This is an optimization exercise on Yosys and OpenROAD, whose aim is small area, a short achievable clock period and few clock cycles per item, not a production implementation. In this exercise RTL edits were held to simulation tests only and were not proved equivalent to the original. Power figures rest on the tool's default switching activity, not on a simulated workload.

## flow/design.v (module list and top-level ports; edited modules follow where they fit)
// module fpu_round: 67 lines
// module fpu_lzc48: 35 lines
// module fpu_norm: 25 lines
// module fpu_mul24: 1293 lines
// module tangram_fpu: 210 lines
module tangram_fpu (
    input  wire        clk,
    input  wire        rst,         
    input  wire        in_valid,
    output wire        in_ready,
    input  wire [3:0]  in_fn,       
    input  wire [31:0] in_a,
    input  wire [31:0] in_b,
    input  wire [1:0]  in_frm,      
    input  wire        in_ftz,
    output reg         out_valid,
    input  wire        out_ready,
    output reg  [31:0] out_result,
    output reg  [3:0]  out_flags    
);
  // ...
==> flow/run.sh <==
#!/bin/bash
# synth_recipe.tcl (not shown) runs the flow's synth.tcl, then flattens the netlist and writes it again
# the make line also repeats each setting of config.mk as NAME=value (left out here)
make -C /OpenROAD-flow-scripts/flow DESIGN_CONFIG=/design/flow/config.mk WORK_HOME=/design/flow/orfs CLKGATE_MAP_FILE= SYNTH_SCRIPT=/design/flow/synth_recipe.tcl finish
==> flow/config.mk <==
export PLATFORM = sky130hd
export DESIGN_NAME = tangram_fpu
export DESIGN_NICKNAME = tangram_fpu
export VERILOG_FILES = /design/flow/design.v
export SDC_FILE = /design/flow/constraint.sdc
export NUM_CORES = 4
export LEC_CHECK = 0
export CAP_MARGIN = 20
export CORE_MARGIN = 2
export CORE_UTILIZATION = 40
export SLEW_MARGIN = 20
==> flow/constraint.sdc <==
create_clock -name core_clock -period 26.0 [get_ports {clk}]
set_input_delay 5.2000 -clock core_clock [delete_from_list [all_inputs] [get_ports {clk}]]
set_output_delay 5.2000 -clock core_clock [all_outputs]
set_load 0.01 [all_outputs]
==> out/summary.txt, run 1 <==
Least-Margin Pin Slew: 1.21 ns
Sequential area share after synthesis: 18.1%
Hold WS: 0.415 ns
Dominant class by area: multi-input gates
Resized cells post-CTS: 0
# clk buffers: 42
DP Cell Count: 7,898
First-pass GRT wire length: 335,000 µm
Reg-to-reg slack, setup: 16.48 ns
Pre-CTS setup slack: 16.81 ns
Most frequent cells after synthesis: a21oi_1, nand2_1, clkbuf_1, o21ai_0, nor2_1
WHS Endpoint: zsign2
Outcome: timing/DRC/antenna clean
Final WS setup: 16.48 ns
Router iterations before antenna repair: 10
Top Layer Used: met5
CP delay by family, top: buffers and inverters
Commonest non-fill, non-tap cell in the layout: a21oi_1
Cell variety after synth: 98
P_clk: 573 µW
Core footprint: 121,000 µm²
Initial core utilization: 40.2%
Via density: 6.62
Critical path type: flip-flop to flip-flop
Hold Vio Cnt, Final: 0
Power per cell area: 81.8 nW/µm²
Clk_skew: 0.0546 ns
# rows: 128
Worst-Skew Late Latency: 0.61 ns
Tap cells: 1,625
Total Routing Usage GR: 35.5%
Crit Path Max Fanout: 152
Worst VDD drop: 77.2 µV
Seq Cell Count: 308
Routed length on met3: 21,900 µm
Hold_sp: zsign1
IO buf count: 112
CP startpoint: b0[6]
Testbench counts, summed over its fixed seeds: cycles 16,032, items 16,000.
==> module fpu_round, before the edit <==
module fpu_round (
    input  wire               sign,
    input  wire signed [9:0]  ebs,      
    input  wire        [25:0] v,
    input  wire               st,
    input  wire        [1:0]  rm,       
    input  wire               ftz,
    input  wire               bypass,   
    input  wire               bnv,      
    input  wire               zero,     
    input  wire               zsign,    
    output reg         [31:0] result,
    output reg         [3:0]  flags     
);
    localparam NX = 4'b0001, UF = 4'b0010, OF = 4'b0100;
    function round_up;
        input       s;
        input [1:0] mode;
        input       lsb, guard, sticky;
        begin
            case (mode)
                2'd0:    round_up = guard & (sticky | lsb);
                2'd1:    round_up = 1'b0;
                2'd2:    round_up = s & (guard | sticky);
                default: round_up = ~s & (guard | sticky);
            endcase
        end
    endfunction
    wire              under = ebs < 10'sd1;
    wire signed [9:0] rs    = 10'sd1 - ebs;
    wire        [4:0] r     = !under ? 5'd0 : (rs > 10'sd31 ? 5'd31 : rs[4:0]);
    wire        [8:0] eb    = under ? 9'd1 : ebs[8:0];
    wire       [25:0] w     = v >> r;
    wire       [25:0] lost  = v & ~({26{1'b1}} << r);
    wire              so    = (|lost) | st;
    wire [23:0] keep  = w[25:2];
    wire        guard = w[1];
    wire        stk   = w[0] | so;
    wire        inx   = guard | stk;
    wire [24:0] rnd   = {1'b0, keep} + {24'd0, round_up(sign, rm, keep[0], guard, stk)};
    wire        carry = rnd[24];
    wire tiny_exc = (&w[24:1]) & round_up(sign, rm, w[1], w[0], so);
    wire tiny     = (eb == 9'd1) && !w[25] && !tiny_exc;
    wire overflow = (eb >= 9'd255) || (eb == 9'd254 && carry);
    wire [7:0] efield = (rnd[23] | carry) ? (eb[7:0] + {7'd0, carry}) : 8'd0;
    always @* begin
        if (bypass) begin
            result = {sign, ebs[7:0], v[25:3]};
            flags  = {bnv, 3'b000};
        end else if (zero) begin
            result = {zsign, 31'd0};
            flags  = 4'd0;
        end else if (overflow) begin
            if (rm == 2'd1 || (rm == 2'd2 && !sign) || (rm == 2'd3 && sign))
                result = {sign, 31'h7F7F_FFFF};
            else
                result = {sign, 31'h7F80_0000};
            flags = OF | NX;
        end else if (tiny && ftz) begin
            result = {sign, 31'd0};
            flags  = UF | NX;
        end else begin
            result = {sign, efield, rnd[22:0]};
            flags  = tiny ? (inx ? (UF | NX) : 4'd0) : (inx ? NX : 4'd0);
        end
    end
endmodule
==> module fpu_norm, before the edit <==
module fpu_norm (
    input  wire        [47:0] x,
    input  wire        [47:0] y,
    input  wire               cin,
    input  wire signed [9:0]  eb47,
    input  wire               hold,
    output wire        [25:0] v,       
    output wire               st,      
    output wire signed [9:0]  ebs,     
    output wire               zero     
);
    wire [47:0] s = x + y + {47'd0, cin};
    assign zero = s == 48'd0;
    wire        lim_zero = hold || eb47 < 10'sd2;
    wire        lim_big  = eb47 > 10'sd48;
    wire [5:0]  stop_pos = 6'd48 - eb47[5:0];
    wire [47:0] stop     = lim_zero ? 48'h8000_0000_0000 :
                           lim_big  ? 48'd0 : (48'd1 << stop_pos);
    wire [5:0]  n;
    fpu_lzc48 u_lzc (.x(s | stop), .n(n));
    wire [47:0] sn = s << n;
    assign v   = sn[47:22];
    assign st  = |sn[21:0];
    assign ebs = eb47 - $signed({4'd0, n});
endmodule
==> module tangram_fpu, before the edit <==
module tangram_fpu (
    input  wire        clk,
    input  wire        rst,         
    input  wire        in_valid,
    output wire        in_ready,
    input  wire [3:0]  in_fn,       
    input  wire [31:0] in_a,
    input  wire [31:0] in_b,
    input  wire [1:0]  in_frm,      
    input  wire        in_ftz,
    output reg         out_valid,
    input  wire        out_ready,
    output reg  [31:0] out_result,
    output reg  [3:0]  out_flags    
);
    localparam [3:0] FN_FADD = 4'h0, FN_FSUB = 4'h1, FN_FMUL = 4'h2,
                     FN_FMIN = 4'h6, FN_FMAX = 4'h7, FN_FABS = 4'h8,
                     FN_FNEG = 4'h9, FN_FEQ  = 4'hA, FN_FLT  = 4'hB,
                     FN_FLE  = 4'hC;
    localparam [31:0] QNAN = 32'h7FC0_0000;
    reg  k_valid;                  
    wire en = !k_valid;            
    assign in_ready = en;
    reg        v0;
    reg [3:0]  fn0;
    reg [31:0] a0, b0;
    reg [1:0]  rm0;
    reg        ftz0;
    always @(posedge clk) begin
        if (en) begin
            fn0 <= in_fn; a0 <= in_a; b0 <= in_b; rm0 <= in_frm; ftz0 <= in_ftz;
        end
        if (rst)     v0 <= 1'b0;
        else if (en) v0 <= in_valid;
    end
    wire [7:0]  ea = a0[30:23], eb = b0[30:23];
    wire [22:0] fa = a0[22:0],  fb = b0[22:0];
    wire a_ez = ea == 8'd0, a_emax = ea == 8'hFF, a_fz = fa == 23'd0;
    wire b_ez = eb == 8'd0, b_emax = eb == 8'hFF, b_fz = fb == 23'd0;
    wire na = a_emax && !a_fz, nb = b_emax && !b_fz;
    wire sna = na && !fa[22], snb = nb && !fb[22];
    wire ia = a_emax && a_fz, ib = b_emax && b_fz;
    wire za = a_ez && (a_fz || ftz0), zb = b_ez && (b_fz || ftz0);
    wire sa = a0[31], sb = b0[31];
    wire [23:0] ma = za ? 24'd0 : {!a_ez, fa};
    wire [23:0] mb = zb ? 24'd0 : {!b_ez, fb};
    wire [7:0]  bea = a_ez ? 8'd1 : ea;           
    wire [7:0]  beb = b_ez ? 8'd1 : eb;
    wire any_nan = na || nb, any_snan = sna || snb;
    wire [30:0] mag_a = za ? 31'd0 : a0[30:0];
    wire [30:0] mag_b = zb ? 31'd0 : b0[30:0];
    wire        mag_lt = mag_a < mag_b;
    wire        mag_eq = mag_a == mag_b;
    wire a_before_b = (sa != sb) ? sa : (sa ? (!mag_lt && !mag_eq) : mag_lt);
    wire b_before_a = (sa != sb) ? sb : (sa ? mag_lt : (!mag_lt && !mag_eq));
    wire both_zero  = mag_a == 31'd0 && mag_b == 31'd0;
    wire cmp_eq     = both_zero || (sa == sb && mag_eq);
    wire cmp_lt     = !both_zero && a_before_b;
    wire [31:0] flush_a = za ? {sa, 31'd0} : a0;
    wire [31:0] flush_b = zb ? {sb, 31'd0} : b0;
    wire is_add = fn0 == FN_FADD || fn0 == FN_FSUB;
    wire is_mul = fn0 == FN_FMUL;
    wire sbe    = sb ^ (fn0 == FN_FSUB);
    wire swap   = mag_lt;
    wire sx     = swap ? sbe : sa;
    wire sy     = swap ? sa : sbe;
    wire [23:0] mx = swap ? mb : ma;
    wire [23:0] my = swap ? ma : mb;
    wire [7:0]  bex = swap ? beb : bea;
    wire [8:0]  d_ab = {1'b0, bea} - {1'b0, beb};
    wire [8:0]  d_ba = {1'b0, beb} - {1'b0, bea};
    wire [8:0]  d    = swap ? d_ba : d_ab;
    wire [4:0]  dc   = (d > 9'd26) ? 5'd26 : d[4:0];
    wire [49:0] y_sh = {my, 26'd0} >> dc;
    wire [47:0] y_al = {1'b0, y_sh[49:4], y_sh[3] | (|y_sh[2:0])};
    wire        eff_sub = sx ^ sy;
    wire [47:0] add_x = {1'b0, mx, 23'd0};
    wire [47:0] add_y = eff_sub ? ~y_al : y_al;
    wire        zsign = (za && zb && sa == sbe) ? sa : (rm0 == 2'd2);
    wire [47:0] mul_s, mul_c;
    fpu_mul24 u_mul (.a(ma), .b(mb), .s(mul_s), .c(mul_c));
    wire signed [9:0] eb47_mul = $signed({2'd0, bea}) + $signed({2'd0, beb}) - 10'sd126;
    wire signed [9:0] eb47_add = $signed({2'd0, bex}) + 10'sd1;
    reg        byp;
    reg [31:0] bval;
    reg        bnv;
    always @* begin
        byp  = 1'b1;
        bval = 32'd0;
        bnv  = 1'b0;
        case (fn0)
            FN_FADD, FN_FSUB: begin
                if (any_nan) begin
                    bval = QNAN; bnv = any_snan;
                end else if (ia && ib) begin
                    bval = (sa != sbe) ? QNAN : {sa, 31'h7F80_0000};
                    bnv  = sa != sbe;
                end else if (ia || ib) begin
                    bval = {ia ? sa : sbe, 31'h7F80_0000};
                end else begin
                    byp = 1'b0;
                end
            end
            FN_FMUL: begin
                if (any_nan) begin
                    bval = QNAN; bnv = any_snan;
                end else if (ia || ib) begin
                    bval = (za || zb) ? QNAN : {sa ^ sb, 31'h7F80_0000};
                    bnv  = za || zb;
                end else if (za || zb) begin
                    bval = {sa ^ sb, 31'd0};
                end else begin
                    byp = 1'b0;
                end
            end
            FN_FMIN, FN_FMAX: begin
                if (na && nb)   bval = QNAN;
                else if (na)    bval = flush_b;
                else if (nb)    bval = flush_a;
                else if (fn0 == FN_FMAX) bval = a_before_b ? flush_b : flush_a;
                else                     bval = b_before_a ? flush_b : flush_a;
                bnv = any_snan;
            end
            FN_FABS: bval = {1'b0, a0[30:0]};
            FN_FNEG: bval = {~a0[31], a0[30:0]};
            FN_FEQ: begin
                bval = {31'd0, !any_nan && cmp_eq};
                bnv  = any_snan;
            end
            FN_FLT: begin
                bval = {31'd0, !any_nan && cmp_lt};
                bnv  = any_nan;
            end
            FN_FLE: begin
                bval = {31'd0, !any_nan && (cmp_lt || cmp_eq)};
                bnv  = any_nan;
            end
            default: ;
        endcase
    end
    reg        v1;
    reg [47:0] x1, y1;
    reg        cin1, byp1, bnv1, sign1, zsign1, add1, ftz1;
    reg [1:0]  rm1;
    reg signed [9:0] eb47_1;
    always @(posedge clk) begin
        if (en) begin
            if (byp) begin
                x1 <= {bval[22:0], 25'd0}; y1 <= 48'd0; cin1 <= 1'b0;
                eb47_1 <= {2'd0, bval[30:23]}; sign1 <= bval[31];
            end else if (is_mul) begin
                x1 <= mul_s; y1 <= mul_c; cin1 <= 1'b0;
                eb47_1 <= eb47_mul; sign1 <= sa ^ sb;
            end else begin
                x1 <= add_x; y1 <= add_y; cin1 <= eff_sub;
                eb47_1 <= eb47_add; sign1 <= sx;
            end
            byp1 <= byp; bnv1 <= bnv; zsign1 <= zsign; add1 <= is_add;
            rm1 <= rm0; ftz1 <= ftz0;
        end
        if (rst)     v1 <= 1'b0;
        else if (en) v1 <= v0;
    end
    wire [25:0] nv;
    wire        nst, nzero;
    wire signed [9:0] nebs;
    fpu_norm u_norm (.x(x1), .y(y1), .cin(cin1), .eb47(eb47_1), .hold(byp1),
                     .v(nv), .st(nst), .ebs(nebs), .zero(nzero));
    reg        v2;
    reg [25:0] v_2;
    reg        st2, byp2, bnv2, sign2, zsign2, zero2, ftz2;
    reg [1:0]  rm2;
    reg signed [9:0] ebs2;
    always @(posedge clk) begin
        if (en) begin
            v_2 <= nv; st2 <= nst; ebs2 <= nebs;
            byp2 <= byp1; bnv2 <= bnv1; sign2 <= sign1; zsign2 <= zsign1;
            zero2 <= add1 && !byp1 && nzero;
            rm2 <= rm1; ftz2 <= ftz1;
        end
        if (rst)     v2 <= 1'b0;
        else if (en) v2 <= v1;
    end
    wire [31:0] c_res;
    wire [3:0]  c_flg;
    fpu_round u_round (.sign(sign2), .ebs(ebs2), .v(v_2), .st(st2), .rm(rm2), .ftz(ftz2),
                       .bypass(byp2), .bnv(bnv2), .zero(zero2), .zsign(zsign2),
                       .result(c_res), .flags(c_flg));
    reg [31:0] k_res;
    reg [3:0]  k_flg;
    wire push = en && v2;
    always @(posedge clk) begin
        if (!k_valid) begin
            k_res <= c_res; k_flg <= c_flg;
        end
        if (!out_valid || out_ready) begin
            out_result <= k_valid ? k_res : c_res;
            out_flags  <= k_valid ? k_flg : c_flg;
        end
        if (rst) begin
            out_valid <= 1'b0;
            k_valid   <= 1'b0;
        end else if (!out_valid || out_ready) begin
            out_valid <= k_valid || push;
            k_valid   <= 1'b0;
        end else if (push) begin
            k_valid   <= 1'b1;
        end
    end
endmodule
==> run 2: changes to the inputs <==
--- a/flow/design.v
+++ b/flow/design.v
@@ -1,14 +1,13 @@
 module fpu_round (
-    input  wire               sign,
-    input  wire signed [9:0]  ebs,      
-    input  wire        [25:0] v,
-    input  wire               st,
-    input  wire        [1:0]  rm,       
-    input  wire               ftz,
-    input  wire               bypass,   
-    input  wire               bnv,      
-    input  wire               zero,     
-    input  wire               zsign,    
-    output reg         [31:0] result,
-    output reg         [3:0]  flags     
+    input  wire        sign,
+    input  wire [8:0]  eb,       
+    input  wire [25:0] v,
+    input  wire        st,
+    input  wire [1:0]  rm,       
+    input  wire        ftz,
+    input  wire        bypass,   
+    input  wire        bnv,      
+    input  wire        zero,     
+    output reg  [31:0] result,
+    output reg  [3:0]  flags     
 );
@@ -28,25 +27,21 @@
     endfunction
-    wire              under = ebs < 10'sd1;
-    wire signed [9:0] rs    = 10'sd1 - ebs;
-    wire        [4:0] r     = !under ? 5'd0 : (rs > 10'sd31 ? 5'd31 : rs[4:0]);
-    wire        [8:0] eb    = under ? 9'd1 : ebs[8:0];
-    wire       [25:0] w     = v >> r;
-    wire       [25:0] lost  = v & ~({26{1'b1}} << r);
-    wire              so    = (|lost) | st;
-    wire [23:0] keep  = w[25:2];
-    wire        guard = w[1];
-    wire        stk   = w[0] | so;
+    wire [23:0] keep  = v[25:2];
+    wire        guard = v[1];
+    wire        stk   = v[0] | st;
     wire        inx   = guard | stk;
-    wire [24:0] rnd   = {1'b0, keep} + {24'd0, round_up(sign, rm, keep[0], guard, stk)};
-    wire        carry = rnd[24];
-    wire tiny_exc = (&w[24:1]) & round_up(sign, rm, w[1], w[0], so);
-    wire tiny     = (eb == 9'd1) && !w[25] && !tiny_exc;
+    wire        up    = round_up(sign, rm, keep[0], guard, stk);
+    wire [24:0] keep1 = {1'b0, keep} + 25'd1;
+    wire [24:0] rnd   = up ? keep1 : {1'b0, keep};
+    wire        carry = up & (&keep);
+    wire tiny_exc = (&v[24:1]) & round_up(sign, rm, v[1], v[0], st);
+    wire tiny     = (eb == 9'd1) && !v[25] && !tiny_exc;
     wire overflow = (eb >= 9'd255) || (eb == 9'd254 && carry);
-    wire [7:0] efield = (rnd[23] | carry) ? (eb[7:0] + {7'd0, carry}) : 8'd0;
+    wire [7:0] eb1    = eb[7:0] + 8'd1;
+    wire [7:0] efield = carry ? eb1 : (rnd[23] ? eb[7:0] : 8'd0);
     always @* begin
         if (bypass) begin
-            result = {sign, ebs[7:0], v[25:3]};
+            result = {sign, eb[7:0], v[25:3]};
             flags  = {bnv, 3'b000};
         end else if (zero) begin
-            result = {zsign, 31'd0};
+            result = {rm == 2'd2, 31'd0};
             flags  = 4'd0;
@@ -103,25 +98,23 @@
 module fpu_norm (
-    input  wire        [47:0] x,
-    input  wire        [47:0] y,
-    input  wire               cin,
+    input  wire        [47:0] s,
+    input  wire        [5:0]  stop_pos,
+    input  wire               nostop,
+    input  wire               under,
+    input  wire        [4:0]  r,
     input  wire signed [9:0]  eb47,
-    input  wire               hold,
-    output wire        [25:0] v,       
-    output wire               st,      
-    output wire signed [9:0]  ebs,     
-    output wire               zero     
+    output wire        [25:0] v,
+    output wire               st,
+    output wire        [8:0]  eb
 );
-    wire [47:0] s = x + y + {47'd0, cin};
-    assign zero = s == 48'd0;
-    wire        lim_zero = hold || eb47 < 10'sd2;
-    wire        lim_big  = eb47 > 10'sd48;
-    wire [5:0]  stop_pos = 6'd48 - eb47[5:0];
-    wire [47:0] stop     = lim_zero ? 48'h8000_0000_0000 :
-                           lim_big  ? 48'd0 : (48'd1 << stop_pos);
+    wire [47:0] stop = nostop ? 48'd0 : (48'd1 << stop_pos);
     wire [5:0]  n;
     fpu_lzc48 u_lzc (.x(s | stop), .n(n));
-    wire [47:0] sn = s << n;
-    assign v   = sn[47:22];
-    assign st  = |sn[21:0];
-    assign ebs = eb47 - $signed({4'd0, n});
+    wire [47:0] sn  = s << n;
+    wire        stl = |(s[21:0] & (22'h3F_FFFF >> n));
+    wire [25:0] vr  = s[47:22] >> r;
+    wire        str = (|s[21:0]) | (|(s[47:22] & ~(26'h3FF_FFFF << r)));
+    wire signed [9:0] ebn = eb47 - $signed({4'd0, n});
+    assign v  = under ? vr : sn[47:22];
+    assign st = under ? str : stl;
+    assign eb = under ? 9'd1 : ebn[8:0];
 endmodule
@@ -1441,4 +1434,5 @@
     reg  k_valid;                  
+    reg  rdy;                      
     wire en = !k_valid;            
-    assign in_ready = en;
+    assign in_ready = rdy;
     reg        v0;
@@ -1464,4 +1458,4 @@
     wire sa = a0[31], sb = b0[31];
-    wire [23:0] ma = za ? 24'd0 : {!a_ez, fa};
-    wire [23:0] mb = zb ? 24'd0 : {!b_ez, fb};
+    wire [23:0] ma = {!a_ez, fa};
+    wire [23:0] mb = {!b_ez, fb};
     wire [7:0]  bea = a_ez ? 8'd1 : ea;           
@@ -1469,9 +1463,9 @@
     wire any_nan = na || nb, any_snan = sna || snb;
-    wire [30:0] mag_a = za ? 31'd0 : a0[30:0];
-    wire [30:0] mag_b = zb ? 31'd0 : b0[30:0];
-    wire        mag_lt = mag_a < mag_b;
-    wire        mag_eq = mag_a == mag_b;
+    wire raw_lt = a0[30:0] < b0[30:0];
+    wire raw_eq = a0[30:0] == b0[30:0];
+    wire mag_lt = za ? !zb : (!zb && raw_lt);
+    wire mag_eq = za ? zb  : (!zb && raw_eq);
     wire a_before_b = (sa != sb) ? sa : (sa ? (!mag_lt && !mag_eq) : mag_lt);
     wire b_before_a = (sa != sb) ? sb : (sa ? mag_lt : (!mag_lt && !mag_eq));
-    wire both_zero  = mag_a == 31'd0 && mag_b == 31'd0;
+    wire both_zero  = za && zb;
     wire cmp_eq     = both_zero || (sa == sb && mag_eq);
@@ -1483,3 +1477,3 @@
     wire sbe    = sb ^ (fn0 == FN_FSUB);
-    wire swap   = mag_lt;
+    wire swap   = raw_lt;
     wire sx     = swap ? sbe : sa;
@@ -1493,8 +1487,3 @@
     wire [4:0]  dc   = (d > 9'd26) ? 5'd26 : d[4:0];
-    wire [49:0] y_sh = {my, 26'd0} >> dc;
-    wire [47:0] y_al = {1'b0, y_sh[49:4], y_sh[3] | (|y_sh[2:0])};
     wire        eff_sub = sx ^ sy;
-    wire [47:0] add_x = {1'b0, mx, 23'd0};
-    wire [47:0] add_y = eff_sub ? ~y_al : y_al;
-    wire        zsign = (za && zb && sa == sbe) ? sa : (rm0 == 2'd2);
     wire [47:0] mul_s, mul_c;
@@ -1519,2 +1508,8 @@
                     bval = {ia ? sa : sbe, 31'h7F80_0000};
+                end else if (za && zb) begin
+                    bval = {(sa == sbe) ? sa : (rm0 == 2'd2), 31'd0};
+                end else if (za) begin
+                    bval = {sbe, b0[30:0]};
+                end else if (zb) begin
+                    bval = a0;
                 end else begin
@@ -1562,3 +1557,4 @@
     reg [47:0] x1, y1;
-    reg        cin1, byp1, bnv1, sign1, zsign1, add1, ftz1;
+    reg [4:0]  d1;
+    reg        al1, sub1, byp1, bnv1, sign1, ftz1;
     reg [1:0]  rm1;
@@ -1568,13 +1564,13 @@
             if (byp) begin
-                x1 <= {bval[22:0], 25'd0}; y1 <= 48'd0; cin1 <= 1'b0;
+                x1 <= {bval[22:0], 25'd0}; y1 <= 48'd0;
                 eb47_1 <= {2'd0, bval[30:23]}; sign1 <= bval[31];
             end else if (is_mul) begin
-                x1 <= mul_s; y1 <= mul_c; cin1 <= 1'b0;
+                x1 <= mul_s; y1 <= mul_c;
                 eb47_1 <= eb47_mul; sign1 <= sa ^ sb;
             end else begin
-                x1 <= add_x; y1 <= add_y; cin1 <= eff_sub;
+                x1 <= {1'b0, mx, 22'd0, eff_sub}; y1 <= {1'b0, my, 23'd0};
                 eb47_1 <= eb47_add; sign1 <= sx;
             end
-            byp1 <= byp; bnv1 <= bnv; zsign1 <= zsign; add1 <= is_add;
-            rm1 <= rm0; ftz1 <= ftz0;
+            d1 <= dc; sub1 <= eff_sub; al1 <= is_add && !byp;
+            byp1 <= byp; bnv1 <= bnv; rm1 <= rm0; ftz1 <= ftz0;
         end
@@ -1583,18 +1579,25 @@
     end
-    wire [25:0] nv;
-    wire        nst, nzero;
-    wire signed [9:0] nebs;
-    fpu_norm u_norm (.x(x1), .y(y1), .cin(cin1), .eb47(eb47_1), .hold(byp1),
-                     .v(nv), .st(nst), .ebs(nebs), .zero(nzero));
+    wire [49:0] y_sh  = {y1[46:23], 26'd0} >> d1;
+    wire [47:0] y_al  = {1'b0, y_sh[49:4], y_sh[3] | (|y_sh[2:0])};
+    wire [47:0] y_add = al1 ? (sub1 ? ~y_al : y_al) : y1;
+    wire [47:0] sum   = x1 + y_add;
+    wire signed [9:0] lmax_full = eb47_1 - 10'sd1;
+    wire        lim_zero = byp1 || eb47_1 < 10'sd2;
+    wire        nostop   = !byp1 && eb47_1 > 10'sd48;
+    wire [5:0]  stop_pos = lim_zero ? 6'd47 : (6'd47 - lmax_full[5:0]);
+    wire        under    = !byp1 && eb47_1 < 10'sd1;
+    wire signed [9:0] r_full = 10'sd1 - eb47_1;
+    wire [4:0]  r        = (r_full > 10'sd31) ? 5'd31 : r_full[4:0];
     reg        v2;
-    reg [25:0] v_2;
-    reg        st2, byp2, bnv2, sign2, zsign2, zero2, ftz2;
+    reg [47:0] s2;
+    reg [5:0]  stop2;
+    reg [4:0]  r2;
+    reg        nostop2, under2, al2, byp2, bnv2, sign2, ftz2;
     reg [1:0]  rm2;
-    reg signed [9:0] ebs2;
+    reg signed [9:0] eb47_2;
     always @(posedge clk) begin
         if (en) begin
-            v_2 <= nv; st2 <= nst; ebs2 <= nebs;
-            byp2 <= byp1; bnv2 <= bnv1; sign2 <= sign1; zsign2 <= zsign1;
-            zero2 <= add1 && !byp1 && nzero;
-            rm2 <= rm1; ftz2 <= ftz1;
+            s2 <= sum; stop2 <= stop_pos; nostop2 <= nostop; under2 <= under; r2 <= r;
+            eb47_2 <= eb47_1; al2 <= al1;
+            byp2 <= byp1; bnv2 <= bnv1; sign2 <= sign1; rm2 <= rm1; ftz2 <= ftz1;
         end
@@ -1603,6 +1606,25 @@
     end
+    wire [25:0] nv;
+    wire        nst;
+    wire [8:0]  neb;
+    fpu_norm u_norm (.s(s2), .stop_pos(stop2), .nostop(nostop2), .under(under2), .r(r2),
+                     .eb47(eb47_2), .v(nv), .st(nst), .eb(neb));
+    reg        v3;
+    reg [25:0] v_3;
+    reg [8:0]  eb3;
+    reg        st3, zero3, byp3, bnv3, sign3, ftz3;
+    reg [1:0]  rm3;
+    always @(posedge clk) begin
+        if (en) begin
+            v_3 <= nv; st3 <= nst; eb3 <= neb;
+            zero3 <= al2 && s2 == 48'd0;
+            byp3 <= byp2; bnv3 <= bnv2; sign3 <= sign2; rm3 <= rm2; ftz3 <= ftz2;
+        end
+        if (rst)     v3 <= 1'b0;
+        else if (en) v3 <= v2;
+    end
     wire [31:0] c_res;
     wire [3:0]  c_flg;
-    fpu_round u_round (.sign(sign2), .ebs(ebs2), .v(v_2), .st(st2), .rm(rm2), .ftz(ftz2),
-                       .bypass(byp2), .bnv(bnv2), .zero(zero2), .zsign(zsign2),
+    fpu_round u_round (.sign(sign3), .eb(eb3), .v(v_3), .st(st3), .rm(rm3), .ftz(ftz3),
+                       .bypass(byp3), .bnv(bnv3), .zero(zero3),
                        .result(c_res), .flags(c_flg));
@@ -1610,3 +1632,5 @@
     reg [3:0]  k_flg;
-    wire push = en && v2;
+    wire push   = en && v3;
+    wire take   = !out_valid || out_ready;      
+    wire k_next = !rst && !take && (k_valid || push);
     always @(posedge clk) begin
@@ -1615,3 +1639,3 @@
         end
-        if (!out_valid || out_ready) begin
+        if (take) begin
             out_result <= k_valid ? k_res : c_res;
@@ -1619,11 +1643,6 @@
         end
-        if (rst) begin
-            out_valid <= 1'b0;
-            k_valid   <= 1'b0;
-        end else if (!out_valid || out_ready) begin
-            out_valid <= k_valid || push;
-            k_valid   <= 1'b0;
-        end else if (push) begin
-            k_valid   <= 1'b1;
-        end
+        if (rst)       out_valid <= 1'b0;
+        else if (take) out_valid <= k_valid || push;
+        k_valid <= k_next;
+        rdy     <= !k_next;
     end
--- a/flow/config.mk
+++ b/flow/config.mk
@@ -7,2 +7,3 @@
 export LEC_CHECK = 0
+export ABC_AREA = 1
 export CAP_MARGIN = 20
==> out/summary.txt, run 2 <==
Outcome: timing/DRC/antenna clean
Post-synth EDFFs: 345
Nets: 6,308
Post-synthesis register bit count: 388
Detailed Place HPWL: 115,000 µm
Largest net degree at the start of global routing: 127
Final setup violation count: 0
Ant diodes: 0
DRC: 0
Routed vias: 42,136
Routed length on met3: 13,600 µm (-38%)
First-pass GRT wire length: 240,000 µm (-28%)
Worst-Skew Late Latency: 0.68 ns (+0.07 ns)
Hold WS: 0.418 ns (+0.00301 ns)
Root buffer cell: clkbuf_16
Post-synthesis cell area: 43,400 µm²
Commonest non-fill, non-tap cell in the layout: nand2_1
# rows: 120 (-6.3%)
WP buf/inv: 1
Top cells by area, synth: edfxtp_1, fa_1, nand2_1
Initial core utilization: 40.4% (+0.21 points)
Power per cell area: 78.7 nW/µm² (-3.7%)
Fmax achieved: 149 MHz
Die Ht: 333 µm
Arr. time, crit path: 1.53 ns
WP data required: 20.80 ns
Top Layer Used: met4
Least-Margin Pin Slew: 1.06 ns (-0.145 ns)
M1 wire length: 64,700 µm
Syn nets: 6,418
CP delay by family, top: buffers and inverters
Most frequent cell after synthesis: nand2_1
CTS tree: done
Mapped Avg Cell Area: 7.31 µm²
Count of mapped cells out of synthesis: 5,931
IO buf count: 112 (unchanged)
Wire per inst: 21.8 µm
Total power: 3.71 mW
Slew margin rel.: 28.8%
Hold Path Class: flip-flop to flip-flop
Worst VDD drop: 59.3 µV (-23%)
Reg clk slew, reported paths: 0.06 ns
Router iterations before antenna repair: 6 (-4)
Yosys top cell area share: 23.9%
Die area: 111,000 µm²
Detailed Route WL: 158,000 µm
Final Max Tran Viols: 0
Max Cap Violations: 0
Most frequent cells after synthesis: nand2_1, inv_1, nor2_1, o21ai_0, nand3_1
Post-route antenna net violation count: 0
Ports: 113
Cell variety after synth: 66 (-33%)
Vias in the first global route: 40,175
Critical path type: flip-flop to primary output
Clk_skew: 0.0542 ns (-0.000350 ns)
Setup TNS: 0 ns
Detail Route met2 WL: 71,600 µm
Cts hold-fix bufs: 0
Iteration-0 DRC Markers: 4,514
Final Cycle Share: 25.9%
Clock buffer count from CTS: 47
Clock tree buffer depth: 3
Gpl congestion: 0.971
Total Routing Usage GR: 27.7% (-7.8 points)
Most frequent cells in the layout: nand2_1, inv_1, nor2_1, o21ai_0, nand3_1
RSZ-0062 raised after global routing: no
Crit Path Max Fanout: 1 (-99%)
Area Growth Syn to Fin: 8.57%
Sequential area share after synthesis: 25.9% (+7.8 points)
Hold Vio Cnt, Final: 0 (unchanged)
Core footprint: 107,000 µm² (-12%)
Startpoint Class: flip-flop
Total grt overflow: 0
Die width: 333 µm
Layout cell share with drive strength beyond 1: 4.27%
Initial antenna violation count: 3
Worst-path cell chain: clkdlybuf4s50_1
Largest registers: s2 (48), x1 (48), y1 (47)
Fillcell total: 10,860
Via density: 5.80 (-12%)
Main synth FF type: edfxtp_1
YS warnings: 2
Max stage delay on crit path: 0.53 ns
Crit end category: primary output
Async set or reset register ratio after synthesis: 0%
CP max-delay cell: clkdlybuf4s50_1
Leak pwr: 21.6 nW
Resized cells post-CTS: 0 (unchanged)
Final Critical Period: 6.73 ns
Clock Sinks: 388
Post-CTS setup buffers: 0
H-tree levels: 2
Leading area contributor after synthesis: edfxtp_1
## run 2: metrics by stage
stage / util (%) / instance area [µm²] / std cells / worst slack [ns]
4_1_cts: 43.8 / 47100 / 7261 / 19.21
5_1_grt: 43.9 / 47100 / 7262 / 19.18
2_1_floorplan: - / 43400 / 5931 / 18.89
3_5_place_dp: 42.3 / 45400 / 7174 / 19.43
3_3_place_gp: 42.3 / 45400 / 7174 / 19.43
6_report: 43.9 / 47100 / 7262 / 19.27
## run 2: cell families (layout without fill, tap and decap cells)
kind of cell    after synthesis  count (layout)  synth area share (%)
simple gates               2204            2204                  21.3
compound gates             1324            1324                  17.6
buf+inv                    1208            1136                  10.9
fa+ha+maj                   412             412                  16.2
flops                       388             388                  25.9
xor+xnor                    372             372                  7.51
mux                          23              23                 0.534
## run 2: per-layer routing
metal	global-route usage, %	vias up
met1	36.5	19963
met4	13.3	0
met3	4.36	453
met5	0	-
li1	-	19567
met2	44.2	2153
## run 2: layout make-up
| cell class | count | area [µm²] | area share (%) |
|---|---|---|---|
| Sequential cell | 388 | 11200 | 23.8 |
| Tap cell | 1403 | 1760 | 3.73 |
| Clock inverter | 32 | 454 | 0.964 |
| Inverter | 852 | 3210 | 6.81 |
| Timing Repair Buffer | 197 | 1780 | 3.78 |
| Clock buffer | 55 | 1220 | 2.58 |
| Multi-Input combinational cell | 4335 | 27500 | 58.3 |
## run 2: power by group
| part | switching (mW) | internal (mW) | total (mW) |
|---|---|---|---|
| Combinational | 1.33 | 0.749 | 2.08 |
| Clock | 0.292 | 0.420 | 0.711 |
| Sequential | 0.103 | 0.810 | 0.913 |
| Total | 1.73 | 1.98 | 3.71 |
## run 2: worst paths after layout
path                                   start      endpoint  cells after the start  slack [ns]
worst max-delay path            out_flags[0]  out_flags[0]                      1       19.27
worst min-delay path                  rm2[0]        rm3[0]                      0        0.42
worst max register to register         d1[1]        s2[44]                     25       19.76
worst min register to register        rm2[0]        rm3[0]                      0        0.42
Testbench counts of run 2, summed over its fixed seeds: cycles 16,040, items 16,000.

static timing again, ports no longer ideal:
How much do the figures lean on ideal ports? The routed layouts below were timed once more, with nothing changed but the port constraints. Step 1, drivers: a clkbuf_16 drives clk and a buf_2 each remaining input, both assumed. Step 2 adds t to the input delays and takes it off the output delays; t is the mean of the earliest and latest rising clock arrival at the registers after step 1. Input paths then give back, and output paths get back, about the clock's delay inside the block. Slacks: ideal / step 1 / step 2; pairs: ideal / step 1.
| run | t (ns) | setup WS [ns] | worst setup path at the end | cell pins on the clock port's net |
|---|---|---|---|---|
| run 1 | 0.653 | 16.485 / 16.485 / 16.485 | register to register | 1 |
| run 2 | 0.717 | 19.273 / 19.206 / 19.432 | input to register | 1 |
After both steps setup and hold are still met in every run listed.
